This is an optimization exercise on Yosys and OpenROAD, whose aim is small area, a short achievable clock period and few clock cycles per item, not a production implementation. At most, simulation tests tie the RTL to the original design; equivalence was not proved.

## rev 12
Design pdec_unit, start of the top module:
module pdec_unit (
    input  wire        clk,
    input  wire        rst,        
    input  wire        start,      
    input  wire [2:0]  op,
    input  wire [2:0]  rel,        
    input  wire [63:0] s,
    input  wire [63:0] u,
    input  wire [4:0]  smap,       
    input  wire [3:0]  oplus,      
    input  wire [3:0]  ominus,     
    output wire        ready,
    output reg         done,       
    output wire [63:0] result,
    output wire        dx,         
    output wire        ovf         
);
    localparam integer S  = 17;                  
    localparam integer ND = (64 + S - 1) / S;    
    localparam integer NB = (50 + S - 1) / S;    
    localparam integer W  = (ND > 4 || NB > 4) ? 3 : 2;
    wire        in_sa, in_sb, in_es, in_dx, in_gt, in_eq, in_z;
    wire [14:0] in_g, in_p;
    wire [59:0] in_m, in_sc;
    wire [W-1:0] in_top;
    wire [63:0]  in_ab;
    pd_in #(.S(S), .ND(ND), .W(W)) u_in (
        .op(op), .s(s), .u(u), .smap(smap),
        .sa(in_sa), .sb(in_sb), .es(in_es), .dx(in_dx),
        .g(in_g), .p(in_p), .m(in_m), .sc(in_sc), .ab(in_ab), .top(in_top),
        .gt(in_gt), .eq(in_eq), .z(in_z)
    );
    wire in_fast = !(op == 3'd3 || op == 3'd4);
    reg        busy;
    assign ready = !busy;
    reg        r_sa, r_sb, r_es, r_cmp, r_gt, r_eq, r_z;
    reg [2:0]  r_rel;
    reg [63:0] r_s;                        
    reg [3:0]  r_oplus, r_ominus;
    reg        r_dx, r_multi, r_cvd, r_neg, r_fe;
    reg [W-1:0] cnt;
  ...
Size in the first run: ~7900 cells after synthesis, ~160 flip-flops, roughly 44000 µm² of cells after synthesis.
==> module pd_in, before the edit <==
module pd_in #(
    parameter S  = 17,
    parameter ND = 4,
    parameter W  = 2
) (
    input  wire [2:0]  op,
    input  wire [63:0] s,
    input  wire [63:0] u,
    input  wire [4:0]  smap,
    output wire        sa,         
    output wire        sb,         
    output wire        es,         
    output wire        dx,
    output reg  [14:0] g,          
    output reg  [14:0] p,          
    output reg  [59:0] m,          
    output reg  [59:0] sc,         
    output reg  [63:0] ab,         
    output reg  [W-1:0] top,       
    output wire        gt,         
    output wire        eq,         
    output wire        z           
);
    integer i;
    function sign_minus(input [3:0] c, input [4:0] mp);
        case (c)
            4'hA: sign_minus = mp[0];
            4'hB: sign_minus = mp[1];
            4'hC: sign_minus = mp[2];
            4'hD: sign_minus = mp[3];
            4'hE: sign_minus = mp[4];
            default: sign_minus = 1'b0;
        endcase
    endfunction
    assign sa = sign_minus(s[3:0], smap);
    assign sb = sign_minus(u[3:0], smap) ^ (op != 3'd0);
    assign es = sa ^ sb;
    reg s_bad, u_bad;
    always @* begin
        s_bad = (s[3:0] < 4'hA);
        u_bad = (u[3:0] < 4'hA);
        for (i = 1; i < 16; i = i + 1) begin
            if (s[4*i +: 4] > 4'd9) s_bad = 1'b1;
            if (u[4*i +: 4] > 4'd9) u_bad = 1'b1;
        end
    end
    wire two = (op == 3'd0) || (op == 3'd1) || (op == 3'd2);
    assign dx = (op != 3'd4) && (s_bad || (two && u_bad));
    reg [3:0] da, db, nb;
    reg [4:0] t;
    always @* begin
        for (i = 0; i < 15; i = i + 1) begin
            da = s[4*i+4 +: 4];
            db = u[4*i+4 +: 4];
            nb = es ? {~(db[3] | db[2] | db[1]), db[2] ^ db[1], db[1], ~db[0]} : db;
            t  = {1'b0, da} + {1'b0, nb};
            g[i] = (t >= 5'd10);
            p[i] = (t == 5'd9);
            m[4*i +: 4] = g[i] ? (t[3:0] - 4'd10) : t[3:0];
            sc[4*i +: 4] = {da[0], da[2] ^ da[3], da[1] ^ da[3], ~da[3]};
        end
    end
    assign gt = (s[63:4] > u[63:4]);
    assign eq = (s[63:4] == u[63:4]);
    assign z  = ((s[63:4] | u[63:4]) == 60'd0);
    reg [63:0] lo1;                 
    integer sh;
    always @* begin
        lo1 = {s[62:0], 1'b0};
        for (sh = 1; sh < 64; sh = sh * 2)
            for (i = 0; i < 64; i = i + 1)
                if ((i & sh) != 0)
                    lo1[i] = lo1[i] | lo1[(i & ~(sh - 1) & ~sh) + sh - 1];
        ab = s ^ ({64{s[63]}} & lo1);
    end
    reg [ND-1:0] nz;
    integer j;
    always @* begin
        nz = {ND{1'b0}};
        for (i = 0; i < 64; i = i + 1)
            nz[i / S] = nz[i / S] | ab[i];
        top = {W{1'b0}};
        for (j = 1; j < ND; j = j + 1)
            if (nz[j]) top = j;
    end
endmodule
==> module pd_out, before the edit <==
module pd_out (
    input  wire [14:0] g,
    input  wire [14:0] p,
    input  wire        es,
    input  wire        gt,         
    input  wire        eq,         
    input  wire        z,          
    input  wire        sa,
    input  wire        sb,
    input  wire        cmp,
    input  wire [2:0]  rel,
    input  wire [3:0]  oplus,
    input  wire [3:0]  ominus,
    input  wire        multi,      
    input  wire        fe,         
    input  wire [63:0] acc,
    input  wire        acc_ovf,
    output wire [63:0] result,
    output wire        ovf
);
    integer i, l;
    reg [14:0] G [0:4];
    reg [14:0] P [0:4];
    always @* begin
        G[0] = g;
        P[0] = p;
        for (l = 0; l < 4; l = l + 1) begin
            for (i = 0; i < 15; i = i + 1) begin
                if (i >= (1 << l)) begin
                    G[l+1][i] = G[l][i] | (P[l][i] & G[l][i - (1 << l)]);
                    P[l+1][i] = P[l][i] & P[l][i - (1 << l)];
                end else begin
                    G[l+1][i] = G[l][i];
                    P[l+1][i] = P[l][i];
                end
            end
        end
    end
    wire gall = G[4][14];               
    wire cin  = es & gt;                
    wire comp = es & !gt;               
    reg [59:0] dig;
    reg        c;
    reg [3:0]  d0, d1;
    always @* begin
        for (i = 0; i < 15; i = i + 1) begin
            c  = (i == 0) ? cin : (G[4][i-1] | (P[4][i-1] & cin));
            c  = c & fe;
            d0 = acc[4*i+4 +: 4];
            d1 = (d0 == 4'd9) ? 4'd0 : d0 + 4'd1;
            case ({comp & fe, c})
                2'b00: dig[4*i +: 4] = d0;
                2'b01: dig[4*i +: 4] = d1;
                2'b10: dig[4*i +: 4] = 4'd9 - d0;
                default: dig[4*i +: 4] = 4'd9 - d1;
            endcase
        end
    end
    wire zero = es ? eq : z;
    wire neg  = !zero && (comp ? sb : sa);
    reg rt;
    always @* begin
        case (rel)
            3'd0: rt = zero;
            3'd1: rt = !zero;
            3'd2: rt = neg;
            3'd3: rt = neg || zero;
            3'd4: rt = !neg && !zero;
            3'd5: rt = !neg;
            default: rt = 1'b0;
        endcase
    end
    wire        f_ovf = !cmp && !es && gall;
    assign result[63:4] = dig;
    assign result[3:0]  = multi ? acc[3:0] : cmp ? {3'd0, rt} : (neg ? ominus : oplus);
    assign ovf    = multi ? acc_ovf : f_ovf;
endmodule
export LEC_CHECK = 0
export ABC_AREA = 1
export CAP_MARGIN = 20
export CORE_MARGIN = 2
export CORE_UTILIZATION = 60
export PLACE_DENSITY = 0.75
export SLEW_MARGIN = 20
export SYNTH_HIERARCHICAL = 1
create_clock -name core_clock -period 30.0 [get_ports {clk}]
standard.sh (not shown) runs the stock make flow with config.mk's settings and CLKGATE_MAP_FILE= SYNTH_SCRIPT=/design/flow/synth_recipe.tcl, a recipe that flattens the netlist after the stock synthesis.
==> flow/flow/run.sh <==
#!/bin/bash
# Own layout flow: the standard layout (standard.sh) with three resizer
# settings changed, nothing else:
#  - repair_timing is asked to leave a setup margin (flow/margin.txt), so it
#    sizes the paths for a short period instead of stopping at the 30 ns clock;
#  - gates may be resized across cell footprints;
#  - the port buffers are buf_2 cells instead of the delay cell buffer_ports
#    picks by default (every input and output port still gets a buffer).
# The clock, the SDC and every other step are the standard flow's. All tool output goes
# to flow_make.log in this folder.
set -euo pipefail
MARGIN=$(cat flow/margin.txt)
bash standard.sh SETUP_SLACK_MARGIN="$MARGIN" MATCH_CELL_FOOTPRINT=0 \
    BUFFER_PORTS_ARGS="-buffer_cell sky130_fd_sc_hd__buf_2" finish > flow_make.log 2>&1
==> flow/flow/margin.txt <==
21.3
Changes in rev 13 relative to rev 12:
-- flow/design.v --
<<< rev 12, line 57
            g[i] = (t >= 5'd10);
            p[i] = (t == 5'd9);
            m[4*i +: 4] = g[i] ? (t[3:0] - 4'd10) : t[3:0];
            sc[4*i +: 4] = {da[0], da[2] ^ da[3], da[1] ^ da[3], ~da[3]};
        end
>>> rev 13, line 57
            g[i] = (t >= 5'd10);
            p[i] = (t == 5'd9);
            m[4*i +: 4] = t[3:0];
            sc[4*i +: 4] = {da[0], da[2] ^ da[3], da[1] ^ da[3], ~da[3]};
        end
<<< rev 12, line 69
        lo1 = {s[62:0], 1'b0};
        for (sh = 1; sh < 64; sh = sh * 2)
            for (i = 0; i < 64; i = i + 1)
                if ((i & sh) != 0)
                    lo1[i] = lo1[i] | lo1[(i & ~(sh - 1) & ~sh) + sh - 1];
        ab = s ^ ({64{s[63]}} & lo1);
    end
>>> rev 13, line 69
        lo1 = {s[62:0], 1'b0};
        for (sh = 1; sh < 64; sh = sh * 2)
            lo1 = lo1 | (lo1 << sh);
        ab = s ^ ({64{s[63]}} & lo1);
    end
<<< rev 12, line 126
    wire cin  = es & gt;                
    wire comp = es & !gt;               
    reg [59:0] dig;
    reg        c;
    reg [3:0]  d0, d1;
    always @* begin
        for (i = 0; i < 15; i = i + 1) begin
            c  = (i == 0) ? cin : (G[4][i-1] | (P[4][i-1] & cin));
            c  = c & fe;
            d0 = acc[4*i+4 +: 4];
            d1 = (d0 == 4'd9) ? 4'd0 : d0 + 4'd1;
            case ({comp & fe, c})
                2'b00: dig[4*i +: 4] = d0;
                2'b01: dig[4*i +: 4] = d1;
                2'b10: dig[4*i +: 4] = 4'd9 - d0;
                default: dig[4*i +: 4] = 4'd9 - d1;
            endcase
        end
>>> rev 13, line 124
    wire cin  = es & gt;                
    wire comp = es & !gt;               
    function [15:0] dtab(input [4:0] t);
        case (t)
            5'd0: dtab = {4'd8, 4'd9, 4'd1, 4'd0};
            5'd1: dtab = {4'd7, 4'd8, 4'd2, 4'd1};
            5'd2: dtab = {4'd6, 4'd7, 4'd3, 4'd2};
            5'd3: dtab = {4'd5, 4'd6, 4'd4, 4'd3};
            5'd4: dtab = {4'd4, 4'd5, 4'd5, 4'd4};
            5'd5: dtab = {4'd3, 4'd4, 4'd6, 4'd5};
            5'd6: dtab = {4'd2, 4'd3, 4'd7, 4'd6};
            5'd7: dtab = {4'd1, 4'd2, 4'd8, 4'd7};
            5'd8: dtab = {4'd0, 4'd1, 4'd9, 4'd8};
            5'd9: dtab = {4'd9, 4'd0, 4'd0, 4'd9};
            5'd10: dtab = {4'd9, 4'd15, 4'd0, 4'd10};
            5'd11: dtab = {4'd9, 4'd14, 4'd0, 4'd11};
            5'd12: dtab = {4'd9, 4'd13, 4'd0, 4'd12};
            5'd13: dtab = {4'd9, 4'd12, 4'd0, 4'd13};
            5'd14: dtab = {4'd9, 4'd11, 4'd0, 4'd14};
            5'd15: dtab = {4'd9, 4'd10, 4'd0, 4'd15};
            5'd16: dtab = {4'd2, 4'd3, 4'd7, 4'd6};
            5'd17: dtab = {4'd1, 4'd2, 4'd8, 4'd7};
            5'd18: dtab = {4'd0, 4'd1, 4'd9, 4'd8};
            5'd19: dtab = {4'd9, 4'd0, 4'd0, 4'd9};
            5'd20: dtab = {4'd9, 4'd15, 4'd0, 4'd10};
            5'd21: dtab = {4'd9, 4'd14, 4'd0, 4'd11};
            5'd22: dtab = {4'd9, 4'd13, 4'd0, 4'd12};
            5'd23: dtab = {4'd9, 4'd12, 4'd0, 4'd13};
            5'd24: dtab = {4'd9, 4'd11, 4'd0, 4'd14};
            5'd25: dtab = {4'd9, 4'd10, 4'd0, 4'd15};
            5'd26: dtab = {4'd8, 4'd9, 4'd1, 4'd0};
            5'd27: dtab = {4'd7, 4'd8, 4'd2, 4'd1};
            5'd28: dtab = {4'd6, 4'd7, 4'd3, 4'd2};
            5'd29: dtab = {4'd5, 4'd6, 4'd4, 4'd3};
            5'd30: dtab = {4'd4, 4'd5, 4'd5, 4'd4};
            5'd31: dtab = {4'd3, 4'd4, 4'd6, 4'd5};
            default: dtab = 16'd0;
        endcase
    endfunction
    reg [59:0] dig;
    reg        c;
    reg [15:0] dt;
    always @* begin
        for (i = 0; i < 15; i = i + 1) begin
            c  = (i == 0) ? cin : (G[4][i-1] | (P[4][i-1] & cin));
            c  = c & fe;
            dt = dtab({g[i] & fe, acc[4*i+4 +: 4]});
            case ({comp & fe, c})
                2'b00: dig[4*i +: 4] = dt[3:0];
                2'b01: dig[4*i +: 4] = dt[7:4];
                2'b10: dig[4*i +: 4] = dt[11:8];
                default: dig[4*i +: 4] = dt[15:12];
            endcase
        end
Notes after the runs:
Looking at worst path buffer plus inverter count across rev 12 and rev 13, the one that comes out lower is rev 13.
Taking rev 13 over rev 12, the routed wire length ratio works out to 1.19.
Worst setup slack, rev 12 and rev 13: higher on rev 13
Rev 13 ended up with a lower share of final-layout standard cells stronger than drive strength 1 than rev 12 did.
Compare rev 12 and rev 13 | non-clock buffer count higher: rev 12
Filler cell count in the final layout (rev 13 vs. rev 12) increases by more than 10%
Sort rev 12 and rev 13 by detailed-route vias per instance, ascending, and rev 12 comes first.
Measured against rev 13, the wire length of the first global-routing pass of rev 12 comes out at 0.856 times the reference value.
No functional check of the RTL was part of any run of this note.

* * *

pdec_unit, a different RTL version from the one above (not shown whole).
Size: about 8300 cells after synthesis, about 47000 µm² of cells after synthesis.
clock: 30.0 ns
lec_check: 0
abc_area: 1
cap_margin: 20
core_margin: 2
core_utilization: 50
place_density: 0.65
slew_margin: 20
synth_hierarchical: 1
Scripts as last shown in full above: flow/flow/run.sh, flow/flow/margin.txt
Testbench counts at the start, summed over its fixed seeds: cycles 15,174, ops 8,000.
Next try:
--- a/flow/design.v
+++ b/flow/design.v
@@ -72,28 +72,28 @@
         top = {W{1'b0}};
         for (j = 1; j < ND; j = j + 1)
             if (nz[j]) top = j;
     end
 endmodule
 module pd_out (
     input  wire [14:0] g,
     input  wire [14:0] p,
+    input  wire [59:0] m,
     input  wire        es,
     input  wire        gt,         
     input  wire        eq,         
     input  wire        z,          
     input  wire        sa,
     input  wire        sb,
     input  wire        cmp,
     input  wire [2:0]  rel,
     input  wire [3:0]  oplus,
     input  wire [3:0]  ominus,
     input  wire        multi,      
-    input  wire        fe,         
     input  wire [63:0] acc,
     input  wire        acc_ovf,
     output wire [63:0] result,
     output wire        ovf
 );
     integer i, l;
     reg [14:0] G [0:4];
     reg [14:0] P [0:4];
@@ -116,20 +116,19 @@
     wire cin  = es & gt;                
     wire comp = es & !gt;               
     reg [59:0] dig;
     reg        c;
     reg [3:0]  d0, d1;
     always @* begin
         for (i = 0; i < 15; i = i + 1) begin
             c  = (i == 0) ? cin : (G[4][i-1] | (P[4][i-1] & cin));
-            c  = c & fe;
-            d0 = acc[4*i+4 +: 4];
+            d0 = m[4*i +: 4];
             d1 = (d0 == 4'd9) ? 4'd0 : d0 + 4'd1;
-            case ({comp & fe, c})
+            case ({comp, c})
                 2'b00: dig[4*i +: 4] = d0;
                 2'b01: dig[4*i +: 4] = d1;
                 2'b10: dig[4*i +: 4] = 4'd9 - d0;
                 default: dig[4*i +: 4] = 4'd9 - d1;
             endcase
         end
     end
     wire zero = es ? eq : z;
@@ -141,19 +140,19 @@
             3'd1: rt = !zero;
             3'd2: rt = neg;
             3'd3: rt = neg || zero;
             3'd4: rt = !neg && !zero;
             3'd5: rt = !neg;
             default: rt = 1'b0;
         endcase
     end
+    wire [63:0] f_res = cmp ? {63'd0, rt} : {dig, neg ? ominus : oplus};
     wire        f_ovf = !cmp && !es && gall;
-    assign result[63:4] = dig;
-    assign result[3:0]  = multi ? acc[3:0] : cmp ? {3'd0, rt} : (neg ? ominus : oplus);
+    assign result = multi ? acc : f_res;
     assign ovf    = multi ? acc_ovf : f_ovf;
 endmodule
 module pdec_unit (
     input  wire        clk,
     input  wire        rst,        
     input  wire        start,      
     input  wire [2:0]  op,
     input  wire [2:0]  rel,        
@@ -184,25 +183,25 @@
     );
     wire in_fast = !(op == 3'd3 || op == 3'd4);
     reg        busy;
     assign ready = !busy;
     reg        r_sa, r_sb, r_es, r_cmp, r_gt, r_eq, r_z;
     reg [2:0]  r_rel;
     reg [63:0] r_s;                        
     reg [3:0]  r_oplus, r_ominus;
-    reg        r_dx, r_multi, r_cvd, r_neg, r_fe;
+    reg        r_dx, r_multi, r_cvd, r_neg;
     reg [W-1:0] cnt;
     reg [63:0] acc;
     reg        r_ovf;
     reg        seen;                       
     pd_out u_out (
-        .g(r_s[33:19]), .p(r_s[18:4]), .es(r_es), .gt(r_gt), .eq(r_eq), .z(r_z), .sa(r_sa), .sb(r_sb),
+        .g(r_s[33:19]), .p(r_s[18:4]), .m(acc[63:4]), .es(r_es), .gt(r_gt), .eq(r_eq), .z(r_z), .sa(r_sa), .sb(r_sb),
         .cmp(r_cmp), .rel(r_rel), .oplus(r_oplus), .ominus(r_ominus),
-        .multi(r_multi), .fe(r_fe), .acc(acc), .acc_ovf(r_ovf),
+        .multi(r_multi), .acc(acc), .acc_ovf(r_ovf),
         .result(result), .ovf(ovf)
     );
     assign dx = r_dx;
     reg [63:0] sr;
     integer i1;
     always @* begin
         sr[3:0] = r_s[3:0];
         for (i1 = 0; i1 < 15; i1 = i1 + 1)
@@ -305,18 +304,17 @@
             r_s      <= {in_sc[59:30], in_fast ? {in_g, in_p} : in_sc[29:0], s[3:0]};
             r_oplus  <= oplus;
             r_ominus <= ominus;
             r_dx     <= in_dx;
             r_multi  <= (op == 3'd3 || op == 3'd4);
             r_cvd    <= (op == 3'd4);
             r_neg    <= in_sa;
             cnt      <= (op == 3'd4) ? in_top : {W{1'b0}};
-            r_fe     <= in_fast && (op != 3'd2);
-            acc      <= {(op == 3'd4) ? 60'h111111111111111 : (op == 3'd2) ? 60'd0 : in_m, 4'd0};
+            acc      <= {(op == 3'd4) ? 60'h111111111111111 : in_m, 4'd0};    
             r_ovf    <= 1'b0;
             seen     <= 1'b0;
         end else if (r_cvd) begin
             cnt   <= cnt - 1'b1;
             r_ovf <= cvd_ovf;
             if (cnt == 0)
                 acc <= {fin, cvd_neg ? r_ominus : r_oplus};
             else
Outcome: Maximum frequency hardly moves. Setup slack is worse by 7.4 ps. Synthesized area rises by 1.9%. Flip-flop and latch count fell by 1. Hold slack loses 24 ps. Synthesized cell count came out higher by 2.1%. Final cell count climbs by 2.2%. Non-clock buffer count went up by 36. Clock-buffer cell count went up by 1. Utilization stays flat.
Testbench counts after the change, summed over its fixed seeds: cycles 15,174, ops 8,000.

static timing again, ports no longer ideal:
The flow's constraints put no driver on any port. The routed layouts listed below were extracted and timed again, unchanged, in two steps. Step 1: set_driving_cell puts a clkbuf_16 on clk and a buf_2 on each other input, an assumption about the parent block. Step 2 times the ports against the registers' clock, not the clock port: input delays grow and output delays shrink by t, the midpoint of the rising clock arrivals with the driver on. a / b / c = ideal / step 1 / step 2; a / b = the first two.
| run | shift t [ns] | slack for setup (ns) | worst setup path after step 2 | slew at the worst register clock pin (ns) |
|---|---|---|---|---|
| rev 12 | 0.542 | 20.838 / 20.829 / 20.287 | input to register | 0.09 / 0.09 |
| rev 13 | 0.538 | 21.244 / 21.182 / 20.818 | input to register | 0.08 / 0.08 |
| the first run of note 2 | 0.558 | 21.221 / 21.224 / 20.666 | input to register | 0.08 / 0.08 |
| the second run of note 2 | 0.565 | 21.214 / 21.206 / 20.642 | input to register | 0.09 / 0.09 |
After both steps every run listed still meets setup and hold. The setup slack of the second run of note 2, which loses most, moves by -0.008 ns with the drivers and by -0.572 ns with both steps.
